Source: an optimization exercise on an open RTL-to-GDS flow (aim: small area and a short achievable clock period). Production flows keep margins and buffers that such runs may drop.
At most, simulation tests tie the RTL to the original design; equivalence was not proved.

## lane_fma
module lane_fma (
    input  wire        clk,
    input  wire        rst,
    input  wire        in_valid,
    input  wire [2:0]  in_op,
    input  wire [1:0]  in_mod,
    input  wire [31:0] in_a,
    input  wire [31:0] in_b,
    input  wire [31:0] in_c,
    output reg         out_valid,
    output reg  [31:0] out_res,
    output reg         out_clamp,
    output reg         out_bad
);
==> flow/config.mk <==
export PLATFORM = sky130hd
export DESIGN_NAME = lane_fma
export DESIGN_NICKNAME = lane_fma
export VERILOG_FILES = /design/flow/design.v
export SDC_FILE = /design/flow/constraint.sdc
export NUM_CORES = 4
export LEC_CHECK = 0
export CAP_MARGIN = 20
export CORE_MARGIN = 2
export CORE_UTILIZATION = 60
export SLEW_MARGIN = 20
==> flow/constraint.sdc <==
create_clock -name core_clock -period 11.0 [get_ports {clk}]
set_input_delay 2.2000 -clock core_clock [delete_from_list [all_inputs] [get_ports {clk}]]
set_output_delay 2.2000 -clock core_clock [all_outputs]
set_load 0.01 [all_outputs]
standard.sh (not shown) runs the stock make flow with config.mk's settings and CLKGATE_MAP_FILE= SYNTH_SCRIPT=/design/flow/synth_recipe.tcl, a recipe that flattens the netlist after the stock synthesis.
==> flow/flow/run.sh <==
#!/bin/bash
# The standard layout (standard.sh, unchanged synthesis), with two
# settings outside config.mk's list: timing repair aims for 6 ns of setup
# slack, and the port buffers are buf_1 cells. make's full output goes to
# standard.log; each ORFS step logs under orfs/logs/.
export SETUP_SLACK_MARGIN=6
export BUFFER_PORTS_ARGS="-buffer_cell sky130_fd_sc_hd__buf_1"
bash standard.sh > standard.log 2>&1
Then changed:
--- a/flow/design.v
+++ b/flow/design.v
@@ -2331,43 +2331,47 @@
     wire lz_c30_1 = lz_z14 ? lz_c29_0 : lz_c14_0;
     wire lz_c30_2 = lz_z14 ? lz_c29_1 : lz_c14_1;
     wire lz_c30_3 = lz_z14 ? lz_c29_2 : lz_c14_2;
     wire       lzero = lz_z30;
     wire [4:0] lzc = {lz_z14, lz_c30_0, lz_c30_1, lz_c30_2, lz_c30_3};
     wire [76:0] mag_ps = mag << {lz_z14, lz_c30_0, 5'd0};
+    wire        stl_ps = ~(lz_z14 | lz_c30_0) & (|mag[20:0]);
     reg        r3_valid;
     reg [1:0]  r3_mod;
     reg        r3_sp_hit, r3_sp_bad, r3_sp_inf, r3_sp_sgn;
     reg        r3_sign, r3_zero;
-    reg [76:0] r3_mag;
+    reg [76:21] r3_mag;
+    reg        r3_stl;
     reg [4:0]  r3_lz;
     reg signed [10:0] r3_e76;
     always @(posedge clk) begin
         if (rst) r3_valid <= 1'b0;
         else     r3_valid <= r2_valid;
         r3_mod    <= r2_mod;
         r3_sp_hit <= r2_sp_hit;
         r3_sp_bad <= r2_sp_bad;
         r3_sp_inf <= r2_sp_inf;
         r3_sp_sgn <= r2_sp_sgn;
         r3_sign   <= r2_psign ^ sneg;
         r3_zero   <= lzero;
-        r3_mag    <= mag_ps;
+        r3_mag    <= mag_ps[76:21];
+        r3_stl    <= stl_ps;
         r3_lz     <= lzc;
         r3_e76    <= r2_e76;
     end
-    wire [76:0] nrm4 = r3_mag << {r3_lz[2:0], 2'b00};
+    wire [76:0] nrm4 = {r3_mag, 21'd0} << {r3_lz[2:0], 2'b00};
     wire [1:0]  f    = nrm4[76] ? 2'd0 : nrm4[75] ? 2'd1 : nrm4[74] ? 2'd2 : 2'd3;
     wire [76:0] norm = nrm4 << f;
     wire [23:0] mant = norm[76:53];
     wire        rbit = norm[52];
     reg         stc;
     integer     k;
     always @(*) begin
         stc = 1'b0;
-        for (k = 0; k < 49; k = k + 1)
+        stc = r3_stl;
+        for (k = 21; k < 49; k = k + 1)
             if ({1'b0, r3_lz[2:0], 2'b00} < 8'd49 - k[7:0]) stc = stc | r3_mag[k];
     end
     wire sticky = stc | (nrm4[51] && f <= 2'd0) | (nrm4[50] && f <= 2'd1) | (nrm4[49] && f <= 2'd2);
     wire signed [10:0] ec   = r3_e76 - $signed({4'b0000, r3_lz, 2'b00});
     wire signed [10:0] epre = ec - $signed({9'd0, f});
     wire        rup  = rbit && (sticky || mant[0]);
After rerunning:
- The changed run went through all stages and came out clean
- sequential cell count falls by 20
- core utilization went up by 1.3 points
- synthesized cell count fell by 1.4%
- setup slack got worse by 0.55 ns
- final area barely changes
- non-clock buffer count increases by 60
- first-iteration DRC count hardly moves
- global-route usage is about the same
No functional check of the RTL was part of the second run of this note.

---

lane_fma, a different RTL version from the one above (not shown whole).
Size: about 5,100 cells after synthesis, roughly 420 flip-flops, roughly 140 I/O pins, roughly 43,000 um^2 of cells after synthesis.
export LEC_CHECK = 0
export CAP_MARGIN = 20
export CORE_MARGIN = 2
export CORE_UTILIZATION = 60
export SLEW_MARGIN = 20
create_clock -name core_clock -period 11.0 [get_ports {clk}]
==> flow/flow/run.sh <==
#!/bin/bash
# The standard layout (standard.sh, unchanged synthesis), with two
# settings outside config.mk's list: timing repair aims for 6.5 ns of setup
# slack, and the port buffers are buf_1 cells. make's full output goes to
# standard.log; each ORFS step logs under orfs/logs/.
export SETUP_SLACK_MARGIN=6.5
export BUFFER_PORTS_ARGS="-buffer_cell sky130_fd_sc_hd__buf_1"
bash standard.sh > standard.log 2>&1
Change:
--- a/flow/design.v
+++ b/flow/design.v
@@ -2327,19 +2327,19 @@
     wire lz_c29_1 = lz_z21 ? lz_c28_0 : lz_c21_0;
     wire lz_c29_2 = lz_z21 ? lz_c28_1 : lz_c21_1;
     wire lz_z30 = lz_z14 & lz_z29;
     wire lz_c30_0 = lz_z14 ? lz_z21 : lz_z6;
     wire lz_c30_1 = lz_z14 ? lz_c29_0 : lz_c14_0;
     wire lz_c30_2 = lz_z14 ? lz_c29_1 : lz_c14_1;
     wire lz_c30_3 = lz_z14 ? lz_c29_2 : lz_c14_2;
     wire       lzero = lz_z30;
     wire [4:0] lzc = {lz_z14, lz_c30_0, lz_c30_1, lz_c30_2, lz_c30_3};
-    wire [76:0] mag_ps = mag << {lz_z14, 6'd0};
+    wire [76:0] mag_ps = mag;
     reg        r3_valid;
     reg [1:0]  r3_mod;
     reg        r3_sp_hit, r3_sp_bad, r3_sp_inf, r3_sp_sgn;
     reg        r3_sign, r3_zero;
     reg [76:0] r3_mag;
     reg        r3_stl;
     reg [4:0]  r3_lz;
     reg signed [10:0] r3_e76;
     always @(posedge clk) begin
@@ -2351,30 +2351,30 @@
         r3_sp_inf <= r2_sp_inf;
         r3_sp_sgn <= r2_sp_sgn;
         r3_sign   <= r2_psign ^ sneg;
         r3_zero   <= lzero;
         r3_mag    <= mag_ps[76:0];
         r3_stl    <= 1'b0;
         r3_lz     <= lzc;
         r3_e76    <= r2_e76;
     end
-    wire [76:0] nrm4 = r3_mag << {r3_lz[3:0], 2'b00};
+    wire [76:0] nrm4 = r3_mag << {r3_lz[4:0], 2'b00};
     wire [1:0]  f    = nrm4[76] ? 2'd0 : nrm4[75] ? 2'd1 : nrm4[74] ? 2'd2 : 2'd3;
     wire [76:0] norm = nrm4 << f;
     wire [23:0] mant = norm[76:53];
     wire        rbit = norm[52];
     reg         stc;
     integer     k;
     always @(*) begin
         stc = 1'b0;
         stc = r3_stl;
         for (k = 0; k < 49; k = k + 1)
-            if ({1'b0, r3_lz[3:0], 2'b00} < 8'd49 - k[7:0]) stc = stc | r3_mag[k];
+            if ({1'b0, r3_lz[4:0], 2'b00} < 8'd49 - k[7:0]) stc = stc | r3_mag[k];
     end
     wire sticky = stc | (nrm4[51] && f <= 2'd0) | (nrm4[50] && f <= 2'd1) | (nrm4[49] && f <= 2'd2);
     wire signed [10:0] ec   = r3_e76 - $signed({4'b0000, r3_lz, 2'b00});
     wire signed [10:0] epre = ec - $signed({9'd0, f});
     wire        rup  = rbit && (sticky || mant[0]);
     wire        mall = &mant;
     wire        mcy  = mall && rup;                  
     wire [22:0] frac = mant[22:0] + {22'd0, rup};    
     wire        fnz  = (|mant[22:0]) || rup;         
The new run produced a clean layout.
Worst setup slack got worse by 0.17 ns.
Fmax drops by 3.5%.
Utilization came out lower by 2.8 points.
Final cell count drops by 0.32%.
Routed wire length shrinks by 1.1%.
Non-clock buffer count went down by 70.
Die area rises by 0.37%.
Synthesized area grows by 0.38%.
Function was not checked in any run of this note: the RTL went through the layout flow alone.

---

lane_fma again, from the RTL that the note above started with.
export LEC_CHECK = 0
export CAP_MARGIN = 20
export CORE_MARGIN = 2
export CORE_UTILIZATION = 60
export SLEW_MARGIN = 20
create_clock -name core_clock -period 11.0 [get_ports {clk}]
==> flow/flow/run.sh <==
#!/bin/bash
# The standard layout (standard.sh, unchanged synthesis), with two
# settings outside config.mk's list: timing repair aims for 6 ns of setup
# slack, and the port buffers are buf_1 cells. make's full output goes to
# standard.log; each ORFS step logs under orfs/logs/.
export SETUP_SLACK_MARGIN=6
export BUFFER_PORTS_ARGS="-buffer_cell sky130_fd_sc_hd__buf_1"
bash standard.sh > standard.log 2>&1
Rerun with:
--- a/flow/design.v
+++ b/flow/design.v
@@ -2325,23 +2325,23 @@
     wire lz_z29 = lz_z21 & lz_z28;
     wire lz_c29_0 = lz_z21 ? lz_z24 : lz_z17;
     wire lz_c29_1 = lz_z21 ? lz_c28_0 : lz_c21_0;
     wire lz_c29_2 = lz_z21 ? lz_c28_1 : lz_c21_1;
     wire lz_z30 = lz_z14 & lz_z29;
     wire lz_c30_0 = lz_z14 ? lz_z21 : lz_z6;
     wire lz_c30_1 = lz_z14 ? lz_c29_0 : lz_c14_0;
     wire lz_c30_2 = lz_z14 ? lz_c29_1 : lz_c14_1;
     wire lz_c30_3 = lz_z14 ? lz_c29_2 : lz_c14_2;
     wire       lzero = lz_z30;
     wire [4:0] lzc = {lz_z14, lz_c30_0, lz_c30_1, lz_c30_2, lz_c30_3};
-    wire [76:0] mag_ps = mag << {lz_z14, 6'd0};
+    wire [76:0] mag_ps = mag;
     reg        r3_valid;
     reg [1:0]  r3_mod;
     reg        r3_sp_hit, r3_sp_bad, r3_sp_inf, r3_sp_sgn;
     reg        r3_sign, r3_zero;
     reg [76:0] r3_mag;
     reg        r3_stl;
     reg [4:0]  r3_lz;
     reg signed [10:0] r3_e76;
     always @(posedge clk) begin
         if (rst) r3_valid <= 1'b0;
         else     r3_valid <= r2_valid;
@@ -2349,34 +2349,34 @@
         r3_sp_hit <= r2_sp_hit;
         r3_sp_bad <= r2_sp_bad;
         r3_sp_inf <= r2_sp_inf;
         r3_sp_sgn <= r2_sp_sgn;
         r3_sign   <= r2_psign ^ sneg;
         r3_zero   <= lzero;
         r3_mag    <= mag_ps[76:0];
         r3_stl    <= 1'b0;
         r3_lz     <= lzc;
         r3_e76    <= r2_e76;
     end
-    wire [76:0] nrm4 = r3_mag << {r3_lz[3:0], 2'b00};
+    wire [76:0] nrm4 = r3_mag << {r3_lz[4:0], 2'b00};
     wire [1:0]  f    = nrm4[76] ? 2'd0 : nrm4[75] ? 2'd1 : nrm4[74] ? 2'd2 : 2'd3;
     wire [76:0] norm = nrm4 << f;
     wire [23:0] mant = norm[76:53];
     wire        rbit = norm[52];
     reg         stc;
     integer     k;
     always @(*) begin
         stc = 1'b0;
         stc = r3_stl;
         for (k = 0; k < 49; k = k + 1)
-            if ({1'b0, r3_lz[3:0], 2'b00} < 8'd49 - k[7:0]) stc = stc | r3_mag[k];
+            if ({1'b0, r3_lz[4:0], 2'b00} < 8'd49 - k[7:0]) stc = stc | r3_mag[k];
     end
     wire sticky = stc | (nrm4[51] && f <= 2'd0) | (nrm4[50] && f <= 2'd1) | (nrm4[49] && f <= 2'd2);
     wire signed [10:0] ec   = r3_e76 - $signed({4'b0000, r3_lz, 2'b00});
     wire signed [10:0] epre = ec - $signed({9'd0, f});
     wire        rup  = rbit && (sticky || mant[0]);
     wire        mall = &mant;
     wire        mcy  = mall && rup;                  
     wire [22:0] frac = mant[22:0] + {22'd0, rup};    
     wire        fnz  = (|mant[22:0]) || rup;         
     reg [7:0] eo_c, eo1_c;
     reg lt1_c, eq0_c, g254_c, e254_c, g127_c, e127_c;
After rerunning: The new run finished clean. Core utilization came out lower by 0.58 points. Routed wire length is about the same. Flip-flop and latch count is unchanged. Cell area climbs by about 0.34%.
Function was not checked in any run of this note: the RTL went through the layout flow alone.

-- separate check: timing with driven ports --
In the flow no input, the clock included, has a driving cell. The finished layouts below were timed again as built, in two steps.
Step 1 sets driving cells, clkbuf_16 on the clock port and buf_2 on the other inputs (assumed; they add their load-dependent delay and slew).
Step 2 also shifts input and output timing later by t, the mid clock arrival at the registers, as if the neighbouring blocks saw the same clock.
a / b / c = ideal / step 1 / step 2; a / b = the first two.
run | t (ns) | setup slack, ns | hold slack, ns | latest minus earliest clock arrival (ns) | worst data-port slew with drivers (ns)
the first run of note 1 | 0.667 | 6.003 / 6.003 / 5.552 | 0.326 / 0.326 / 0.326 | 0.025 / 0.025 | 0.08
the second run of note 1 | 0.670 | 5.450 / 5.450 / 5.450 | 0.324 / 0.324 / 0.324 | 0.048 / 0.048 | 0.07
the first run of note 2 | 0.686 | 6.168 / 6.168 / 5.874 | 0.313 / 0.313 / 0.313 | 0.033 / 0.033 | 0.06
the second run of note 2 | 0.667 | 5.995 / 5.995 / 5.877 | 0.326 / 0.326 / 0.326 | 0.027 / 0.028 | 0.05
the first run of note 3 | 0.674 | 6.046 / 6.046 / 5.584 | 0.325 / 0.325 / 0.325 | 0.041 / 0.041 | 0.04
the second run of note 3 | 0.668 | 5.991 / 5.991 / 5.616 | 0.325 / 0.325 / 0.325 | 0.023 / 0.024 | 0.04
After both steps every run listed still meets setup and hold. The setup slack of the first run of note 3, which loses most, moves by 0.000 ns with the drivers and by -0.462 ns with both steps.
